From an optimization exercise on the open Yosys and OpenROAD flow, aimed at small area, a short achievable clock period and few clock cycles per item; shortcuts taken in it are not production practice. No functional check of the RTL was part of this run. Power and IR drop assume default switching activity.

$ cat design.v
module rank_engine #(
    parameter N  = 64,    
    parameter IW = 6      
) (
    input  wire          clk,
    input  wire          rst,           
    input  wire [15:0]   i_arm,         
    input  wire [15:0]   i_deadband,    
    input  wire          s_prev_neg,    
    input  wire [12:0]   tenure_q,      
    input  wire [15:0]   vmax_q,        
    input  wire [15:0]   vmin_q,        
    input  wire          in_valid,
    output wire          in_ready,
    input  wire [15:0]   in_vq,         
    input  wire          in_ins,        
    input  wire          in_masked,     
    output wire          out_valid,
    input  wire          out_ready,
    output wire [IW-1:0] out_cell,
    output wire [31:0]   out_key,
    output wire          out_last,
    output wire          out_d_neg,     
    output wire          out_deadband   
);
    localparam KW = 18;   
    reg [N-1:0]  a_v;                 
    reg [N-1:0]  a_tag;               
    reg [KW-1:0] a_key  [0:N-1];
    reg [IW-1:0] a_cell [0:N-1];
    reg          fill_tag;            
    reg [IW-1:0] fill_cnt;            
    reg [1:0]    sort_d;              
    reg [1:0]    sort_db;             
    reg          m_v, s_v;
    reg [IW-1:0] m_cell, s_cell;
    reg [KW-1:0] m_key, s_key;
    reg          m_last, s_last, m_d, s_d, m_db, s_db;
    wire head_out = a_v[0] && (a_tag[0] != fill_tag);
    wire step     = !(head_out && s_v);
    wire push     = head_out && !s_v;
    assign in_ready = step;
    reg          p1_v, p1_first;
    reg [15:0]   p1_vq, p1_iarm, p1_idb, p1_vmax, p1_vmin;
    reg          p1_ins, p1_msk, p1_sneg;
    reg [12:0]   p1_ten;
    reg [IW-1:0] in_cnt;              
    reg          p2_v, p2_first;
    reg [15:0]   p2_vq;
    reg [13:0]   p2_add;              
    reg          p2_exp, p2_exn;      
    reg          d_neg, db;           
    reg          p3_v, p3_d, p3_db;
    reg [KW-1:0] p3_key;
    always @(posedge clk) begin
        if (rst) begin
            in_cnt <= 0;
            p1_v   <= 1'b0;
        end else if (step) begin
            p1_v <= in_valid;
            if (in_valid)
                in_cnt <= in_cnt + 1'b1;
        end
        if (step) begin
            p1_first <= (in_cnt == 0);
            p1_vq    <= in_vq;
            p1_ins   <= in_ins;
            p1_msk   <= in_masked;
            p1_iarm  <= i_arm;
            p1_idb   <= i_deadband;
            p1_sneg  <= s_prev_neg;
            p1_ten   <= tenure_q;
            p1_vmax  <= vmax_q;
            p1_vmin  <= vmin_q;
        end
    end
    wire        i_neg = p1_iarm[15];
    wire [16:0] i_abs = i_neg ? (17'd0 - {1'b1, p1_iarm}) : {1'b0, p1_iarm};
    wire        in_db = (i_abs <= {1'b0, p1_idb});
    always @(posedge clk) begin
        if (rst) begin
            p2_v  <= 1'b0;
            d_neg <= 1'b0;
            db    <= 1'b0;
        end else if (step) begin
            p2_v <= p1_v;
            if (p1_v && p1_first) begin
                db <= in_db;
                if (!in_db)
                    d_neg <= i_neg ^ p1_sneg;
            end
        end
        if (step) begin
            p2_first <= p1_first;
            p2_vq    <= p1_vq;
            p2_add   <= 14'd8192 - (p1_ins ? {1'b0, p1_ten} : 14'd0);
            p2_exp   <= p1_msk || (p1_vq > p1_vmax);
            p2_exn   <= p1_msk || (p1_vq < p1_vmin);
        end
    end
    wire [15:0] base  = d_neg ? ~p2_vq : p2_vq;
    wire [16:0] kbits = {1'b0, base} + {3'd0, p2_add};
    wire        excl  = d_neg ? p2_exn : p2_exp;
    always @(posedge clk) begin
        if (rst)
            p3_v <= 1'b0;
        else if (step)
            p3_v <= p2_v;
        if (step) begin
            p3_key <= {excl, kbits};
            p3_d   <= d_neg;
            p3_db  <= db;
        end
    end
    wire [N:0] gt;
    assign gt[N] = 1'b1;
    genvar g;
    generate
        for (g = 0; g < N; g = g + 1) begin : g_cmp
            assign gt[g] = a_v[g] && (a_tag[g] == fill_tag) &&
                           (!p3_v || (a_key[g] > p3_key));
        end
    endgenerate
    integer i;
    always @(posedge clk) begin
        if (step) begin
            for (i = 0; i < N; i = i + 1) begin
                if (!gt[i]) begin
                    if (gt[i+1]) begin
                        a_key[i]  <= p3_key;
                        a_cell[i] <= fill_cnt;
                        a_tag[i]  <= fill_tag;
                    end else begin
                        a_key[i]  <= a_key[i+1];
                        a_cell[i] <= a_cell[i+1];
                        a_tag[i]  <= a_tag[i+1];
                    end
                end
            end
        end
    end
    always @(posedge clk) begin
        if (rst) begin
            a_v <= 0;
        end else if (step) begin
            for (i = 0; i < N; i = i + 1)
                if (!gt[i])
                    a_v[i] <= gt[i+1] ? p3_v : a_v[i+1];
        end
    end
    always @(posedge clk) begin
        if (rst) begin
            fill_tag <= 1'b0;
            fill_cnt <= 0;
        end else if (step && p3_v) begin
            fill_cnt <= fill_cnt + 1'b1;
            if (fill_cnt == N - 1)
                fill_tag <= !fill_tag;
        end
        if (step && p3_v && fill_cnt == 0) begin
            sort_d[fill_tag]  <= p3_d;
            sort_db[fill_tag] <= p3_db;
        end
    end
    wire          h_last = !(a_v[1] && (a_tag[1] == a_tag[0]));
    wire          h_d    = sort_d[a_tag[0]];
    wire          h_db   = sort_db[a_tag[0]];
    wire          pop    = m_v && out_ready;
    always @(posedge clk) begin
        if (rst) begin
            m_v <= 1'b0;
            s_v <= 1'b0;
        end else begin
            if (s_v) begin
                if (pop) s_v <= 1'b0;
            end else if (push) begin
                if (m_v && !pop) s_v <= 1'b1;
            end
            if (push || s_v)
                m_v <= 1'b1;
            else if (pop)
                m_v <= 1'b0;
        end
        if (s_v) begin
            if (pop) begin
                m_cell <= s_cell; m_key <= s_key; m_last <= s_last;
                m_d <= s_d; m_db <= s_db;
            end
        end else if (push) begin
            if (!m_v || pop) begin
                m_cell <= a_cell[0]; m_key <= a_key[0]; m_last <= h_last;
                m_d <= h_d; m_db <= h_db;
            end else begin
                s_cell <= a_cell[0]; s_key <= a_key[0]; s_last <= h_last;
                s_d <= h_d; s_db <= h_db;
            end
        end
    end
    assign out_valid    = m_v;
    assign out_cell     = m_cell;
    assign out_key      = {m_key[KW-1], 14'd0, m_key[16:0]};
    assign out_last     = m_last;
    assign out_d_neg    = m_d;
    assign out_deadband = m_db;
endmodule
$ cat run.sh
#!/bin/bash
# synth_recipe.tcl (not shown) runs the flow's synth.tcl, then flattens the netlist and writes it again
# the make line also repeats each setting of config.mk as NAME=value (left out here)
make -C /OpenROAD-flow-scripts/flow DESIGN_CONFIG=/design/flow/config.mk WORK_HOME=/design/flow/orfs CLKGATE_MAP_FILE= SYNTH_SCRIPT=/design/flow/synth_recipe.tcl finish
$ cat config.mk
export PLATFORM = sky130hd
export DESIGN_NAME = rank_engine
export DESIGN_NICKNAME = rank_engine
export VERILOG_FILES = /design/flow/design.v
export SDC_FILE = /design/flow/constraint.sdc
export NUM_CORES = 4
export LEC_CHECK = 0
export CAP_MARGIN = 20
export CORE_MARGIN = 2
export CORE_UTILIZATION = 40
export SLEW_MARGIN = 20
$ cat constraint.sdc
create_clock -name core_clock -period 12.0 [get_ports {clk}]
set_input_delay 2.4000 -clock core_clock [delete_from_list [all_inputs] [get_ports {clk}]]
set_output_delay 2.4000 -clock core_clock [all_outputs]
set_load 0.01 [all_outputs]
==> results.txt <==
Yosys cell counts, drive strengths merged, types with 37 or more instances:
master      n  area [µm²]
or4       213        1610
dfxtp      84        1680
a211oi     77         633
nand3     186         996
and2       48         300
a21oi     366        1830
a22oi     277        2080
nor2      243         915
clkbuf    471        1770
o21ai     323        1620
inv       216         811
xnor2      90         788
and4       48         420
edfxtp   1807       54300
a31oi      66         534
nor2b      65         407
a21o      235        1760
nand2     695        2610
nor3       37         185
ha       1219       15300
o221a      47         529
o211ai    320        2400
o2111ai    81         747
mux2     1119       12600
nand4     273        1710
buf       184        1090
how the worst max path moves through the flow:
stage                   start            to  slack, ns  cells after the start
floorplan            fill_tag      in_ready       4.30                      7
global placement    p3_key[3]  a_key[11][4]       6.22                     11
detailed placement  p3_key[3]  a_key[11][4]       6.15                     11
CTS                 p3_key[3]  a_key[11][7]       6.12                     11
global route        p3_key[3]   a_key[1][0]       6.09                     12
finish              p3_key[3]   a_key[1][0]       6.20                     12
where the power goes:
part,internal [µW],total (µW),leakage [µW],switching (µW)
registers,9670,11300,0.0203,1610
logic,3790,9290,0.0249,5510
clock network,3960,6790,0.00347,2830
total,17400,27400,0.0487,9950
sequential cells by signal (all words and copies together), names as in the netlist, 6 cells and up, named ones only:
signal	count
m_cell	6
a_v	64
p1_vq	16
s_cell	6
p1_idb	16
p1_vmax	16
p3_key	18
a_tag	64
a_key	1152
p2_vq	16
a_cell	384
m_key	18
in_cnt	6
p1_vmin	16
p2_add	14
p1_iarm	16
fill_cnt	6
s_key	18
p1_ten	13
routing by layer:
| layer | wire [µm] | share of wire | up-vias | GRT usage |
|---|---|---|---|---|
| li1 | - | - | 36098 | - |
| met2 | 168000 | 0.45 | 4224 | 0.398 |
| met1 | 150000 | 0.41 | 40675 | 0.333 |
| met5 | 95 | 0.00026 | - | 0 |
| met4 | 18500 | 0.050 | 8 | 0.111 |
| met3 | 33200 | 0.090 | 1003 | 0.0430 |
layout make-up:
class / count / area, µm² / area share
multi-input combinational: 6456 / 54000 / 0.429
clock inverter: 133 / 1480 / 0.0118
antenna: 11 / 27.5 / 0.000219
inverter: 217 / 915 / 0.00728
clock buffer: 259 / 5660 / 0.0450
sequential: 1891 / 56000 / 0.445
timing repair buffer: 335 / 2980 / 0.0237
tap: 3743 / 4680 / 0.0373
layout by cell type (no fill, tap or decap), drive strengths merged, types with 29 or more instances in the layout:
master | Yosys | layout
a21oi | 366 | 366
nor2b | 65 | 65
nand2 | 695 | 695
inv | 216 | 221
nor2 | 243 | 243
and2 | 48 | 48
xnor2 | 90 | 90
o41ai | 32 | 32
edfxtp | 1807 | 1807
a31oi | 66 | 66
ha | 1219 | 1219
a21o | 235 | 235
o221a | 47 | 47
clkdlybuf4s50 | 0 | 127
clkinv | 1 | 86
dfxtp | 84 | 84
buf | 184 | 208
and4 | 48 | 48
o211ai | 320 | 320
xor2 | 31 | 31
o21ai | 323 | 323
a221oi | 29 | 29
a22oi | 277 | 277
o2111ai | 81 | 81
or4 | 213 | 213
a211oi | 77 | 77
nand3 | 186 | 186
mux2 | 1119 | 1119
nor3 | 37 | 37
nand4 | 273 | 273
clkbuf | 471 | 259
per-stage QoR:
stage | cell area (µm²) | setup WS, ns
floorplan | 113000 | 4.30
global placement | 118000 | 6.22
finish | 126000 | 6.20
CTS | 126000 | 6.12
detailed placement | 118000 | 6.15
global route | 126000 | 6.09
cells by family after synthesis:
family	share of synthesized area
AO/OA/AOI/OAI	0.130
XOR/XNOR	0.00936
adder cells (fa/ha/maj)	0.135
buffers and inverters	0.0324
flip-flops	0.494
multiplexers	0.112
other	0.0000331
AND/OR/NAND/NOR	0.0872
worst min-delay path: stages (launching register included):
cell and delay, ns:
dfxtp_1 0.31, nand2_1 0.05, a21oi_1 0.05
==> results.toml <==
[cts]
root_buffer = "clkbuf_16"
cts_sinks = 1891
cts_setup_buffers = 0
ctsHoldBuffers = 0
clk_pin_slew_worst_paths_ns = 0.06
clk_latency_ns = 0.90
ctsResizeCount = 0
tritoncts = "done"
htree_levels = 4
numCtsBuffers = 215
clockBufferDepth = 4

[synthesis]
synth_edf_count = 1807
synth_flop_cell = "edfxtp_1"
synth_cells = 9206
synth_seq_cells = 1891
yosysSeqAreaShare = 0.494
netlist_area_mm2 = 0.113
synth_cell_types = 93
syn_area_per_cell_um2 = 12.3
yosys_warnings = 5
postSynth.asyncResetShare = 0

[setup_path]
critPathMaxStageDelay_ns = 0.79
crit_family = "buffers and inverters"
r2r-end = "a_key[1][0]"
crit_chain = "buf_4 > inv_6 > buf_4 > buf_4 > ha_1 > nand3_1 > a211oi_1 > a2111oi_0 > a21o_1 > and2_0 > buf_4 > mux2_2"
regToRegSetupSlack_ns = 6.20
cp.required_ns = 12.63
setup.worst_path.class = "reg2reg"
rr_startpoint = "p3_key[3]"
crit_buf_inv = 5
crit_top_cell = "buf_4"
endpoint_kind = "register"
cp_data_arrival_time_ns = 6.43
crit_path_max_fanout = 31
r2r_cells = 12
crit_path_start_kind = "register"
critical-path-slowest-cell = "edfxtp_1"

[placement]
place_inst = 12636
gp_congestion = 0.915
port_buffers = 128
dp_hpwl_um = 230000

[sta]
slew_viol_final = 0
hold_violations = 0
fin_tns_setup_ns = 0
fin_crit_sh = 0.483
worst_pin_slew_ns = 1.19
relSlewSlack = 0.208
setup_viol = 0
finalHoldWorstSlack_ns = 0.453
min_period_ns = 5.80
rsz0062_at_grt = "no"
finClkSkew_ns = 0.0674
fmax_ghz = 0.172

[power_and_ir_drop]
p_per_area_mw_per_mm2 = 218
power_uw = 27400
peakVddDrop_uv = 141
leakagePower_uw = 0.0487

[finish]
fill_cells = 25219
post-route-util = 0.446
stdcell_count = 13045
nets = 10436
synthToLayoutAreaGrowth_pct = 11.0
drive_gt1_frac = 0.206

[floorplanning]
start_util = 0.402
io-pin-count = 143
num_rows = 195
die_y_um = 536
die_area_mm2 = 0.287
fp.dieW_um = 536
core_mm2 = 0.282

[global_route]
grt_util_all_layers = 0.250
grt_pass1_vias = 80483
grt_first_pass_wirelength_um = 539000
antenna_found_initial = 30
grt.overflow.total = 0
grt_start_max_net_pins = 85

[routing]
ant_nets = 0
vias_per_cell = 6.29
first_pass_iters = 7
totalWireLength_um = 369000
vias = 82008
drt_iter0_markers = 9702
avgRoutedWirePerCell_um = 28.3
drc_errors = 0

[status]
status = "finished clean"

[min_path]
hp-start = "p2_v"
hold_end = "p2_v"
min_path_type = "reg2reg"
whs_path_depth = 2

[job]
drv_cap = 0

## separate check: timing with driven ports
The flow's constraints put no driver on any port. The routed layout listed below was extracted and timed again, unchanged, in two steps.
Step 1 sets driving cells, clkbuf_16 on the clock port and buf_2 on the other inputs (assumed; they add their load-dependent delay and slew).
Step 2 adds t to the input delays and takes it off the output delays; t is the mean of the earliest and latest rising clock arrival at the registers after step 1. Input paths then give back, and output paths get back, about the clock's delay inside the block.
a / b / c = no drivers / after step 1 / after step 2; a / b = the first two.
shift t [ns]: 0.974
setup slack, ns: 6.202 / 6.202 / 6.202
worst setup path at the end: register to register
slew at the worst register clock pin (ns): 0.07 / 0.07
After both steps setup and hold are still met in this run. The setup slack of this run moves by 0.000 ns with the drivers and by 0.000 ns with both steps.
